This is an optimization exercise on Yosys and OpenROAD, whose aim is small area, a short achievable clock period and few clock cycles per item, not a production implementation. The RTL was checked by simulation tests, not by an equivalence proof against the original design.

run A:
## pol_charge_unit
module pol_charge_unit (
    input  wire         clk,
    input  wire         rst,           
    input  wire         in_valid,
    output wire         in_ready,
    input  wire [114:0] in_cfg,        
    input  wire [39:0]  in_tc,         
    input  wire [39:0]  in_tp,         
    input  wire [51:0]  in_last,       
    input  wire [15:0]  in_bytes,      
    input  wire [63:0]  in_ts,         
    output wire         out_valid,
    input  wire         out_ready,
    output wire [1:0]   out_colour,    
    output wire         out_drop,      
    output wire [39:0]  out_tc,
    output wire [39:0]  out_tp,
    output wire [51:0]  out_last
);
    localparam [1:0] MODE_2698 = 2'b01,
                     MODE_4115 = 2'b10;
    localparam [2:0] P_DIV = 3'd0,      
                     P_CMP = 3'd1,      
                     P_PRE = 3'd2,      
                     P_MUL = 3'd3,      
                     P_FIN = 3'd4;
    wire [55:0] xa  = {2'b00, in_ts[63:10]};
    wire [55:0] la  = ~{4'd0, in_last};
    wire [55:0] lb  = ~{2'd0, in_last, 2'b00};
    wire [55:0] cs_s = xa ^ la ^ lb;
    wire [55:0] cs_c = {(xa[54:0] & la[54:0]) | (xa[54:0] & lb[54:0]) | (la[54:0] & lb[54:0]), 1'b0};
    wire [11:0] dlo  = {1'b0, cs_s[10:0]} + {1'b0, cs_c[10:0]} + 12'd2;
    wire [10:0] dl   = dlo[10:0];
    wire [44:0] hs   = cs_s[55:11];
    wire [44:0] hc   = cs_c[55:11];
  ...
export LEC_CHECK = 0
export ABC_CLOCK_PERIOD_IN_PS = 4000
export CAP_MARGIN = 20
export CORE_MARGIN = 2
export CORE_UTILIZATION = 70
export PLACE_DENSITY = 0.8
export SETUP_SLACK_MARGIN = 5
export SLEW_MARGIN = 20
export TNS_END_PERCENT = 0
create_clock -name core_clock -period 11.0 [get_ports {clk}]
standard.sh (not shown) runs the stock make flow with config.mk's settings and CLKGATE_MAP_FILE= SYNTH_SCRIPT=/design/flow/synth_recipe.tcl, a recipe that flattens the netlist after the stock synthesis.
==> flow/flow/run.sh <==
#!/bin/bash
# The standard layout, with three changes:
#  - port buffers are plain buffer cells (buf_1) instead of the delay cell
#    that buffer_ports picks by default;
#  - the clock tree uses larger sink clusters, no dummy loads;
#  - after the standard synthesis, flow/polar.py flips full adders (and swaps a gate for its complement where that serves) whose
#    inputs or outputs go through inverters (FA(~a,~b,~c) = (~s,~co)), which
#    removes inverter pairs the adder extraction leaves; registers and their
#    names are untouched.
set -euo pipefail
export BUFFER_PORTS_ARGS="-buffer_cell sky130_fd_sc_hd__buf_1"
export CTS_ARGS="-sink_clustering_enable -repair_clock_nets -dont_use_dummy_load -sink_clustering_size 24 -sink_clustering_max_diameter 80 -buf_list {sky130_fd_sc_hd__clkbuf_8 sky130_fd_sc_hd__clkbuf_16}"
bash standard.sh synth > synth.log 2>&1
R=orfs/results/sky130hd/pol_charge_unit/base
cp "$R/1_2_yosys.v" polar_in.v
python3 flow/polar.py polar_in.v polar_out.v > polar.log 2>&1
cp polar_out.v "$R/1_2_yosys.v"
rm -f "$R/1_synth.odb" "$R/1_synth.sdc"
bash standard.sh > standard.log 2>&1
Other scripts of this flow, unchanged in this note and not shown: flow/flow/polar.py
Testbench counts of run A, summed over its fixed seeds: cycles 1,606, items 1,536.
Modified inputs, run B compared to run A
- swapping 70 for 60 in CORE_UTILIZATION
- swapping 0.8 for 0.7 in PLACE_DENSITY
--- a/flow/flow/run.sh
+++ b/flow/flow/run.sh
@@ -4,3 +4,3 @@
 #    that buffer_ports picks by default;
-#  - the clock tree uses larger sink clusters, no dummy loads;
+#  - the clock tree uses smaller clock buffers and no dummy loads;
 #  - after the standard synthesis, flow/polar.py flips full adders (and swaps a gate for its complement where that serves) whose
@@ -11,3 +11,3 @@
 export BUFFER_PORTS_ARGS="-buffer_cell sky130_fd_sc_hd__buf_1"
-export CTS_ARGS="-sink_clustering_enable -repair_clock_nets -dont_use_dummy_load -sink_clustering_size 24 -sink_clustering_max_diameter 80 -buf_list {sky130_fd_sc_hd__clkbuf_8 sky130_fd_sc_hd__clkbuf_16}"
+export CTS_ARGS="-sink_clustering_enable -repair_clock_nets -dont_use_dummy_load -buf_list {sky130_fd_sc_hd__clkbuf_4 sky130_fd_sc_hd__clkbuf_8}"
 bash standard.sh synth > synth.log 2>&1
--- outcome ---
- Detailed route, run B vs run A: via total lower for run B
- Compared with run A, run B shows a met1 demand-to-capacity share in global routing that is 4.9 points lower.
## Diff of input files: run C against run B
- a change of CORE_UTILIZATION from 60 to 70
- a change of PLACE_DENSITY from 0.7 to 0.8
[summary]
Result: PASS for each of run C and run B. Against run B, detail-routed net length per standard cell in run C rose slightly. Run C vs. run B: die area fell 14%, final clock period utilization by the worst path -0.68 points.

==> separate check: timing with driven ports <==
In the flow no input, the clock included, has a driving cell. The finished layouts below were timed again as built, in two steps. Step 1 (the two cells are an assumption about what drives the block):
set clk [get_ports {clk}]
set_driving_cell -lib_cell sky130_fd_sc_hd__clkbuf_16 $clk
set_driving_cell -lib_cell sky130_fd_sc_hd__buf_2 [delete_from_list [all_inputs] $clk]
Step 2, shift: input delay + t, output delay - t, t = (earliest + latest rising clock arrival at the registers) / 2. This alone moves slack from input paths to output paths. Three values: ideal, step 1, step 2; two values: the first two.
run	t, ns	setup slack, ns	worst register clock-pin slew, ns
run A	0.623	3.797 / 3.754 / 3.436	0.10 / 0.10
run B	0.732	3.707 / 3.657 / 3.289	0.06 / 0.06
run C	0.734	3.781 / 3.738 / 3.256	0.06 / 0.06
After both steps every run listed still meets setup and hold. For run C, which loses most, drivers alone change the setup slack by -0.043 ns; drivers and shift together by -0.525 ns.
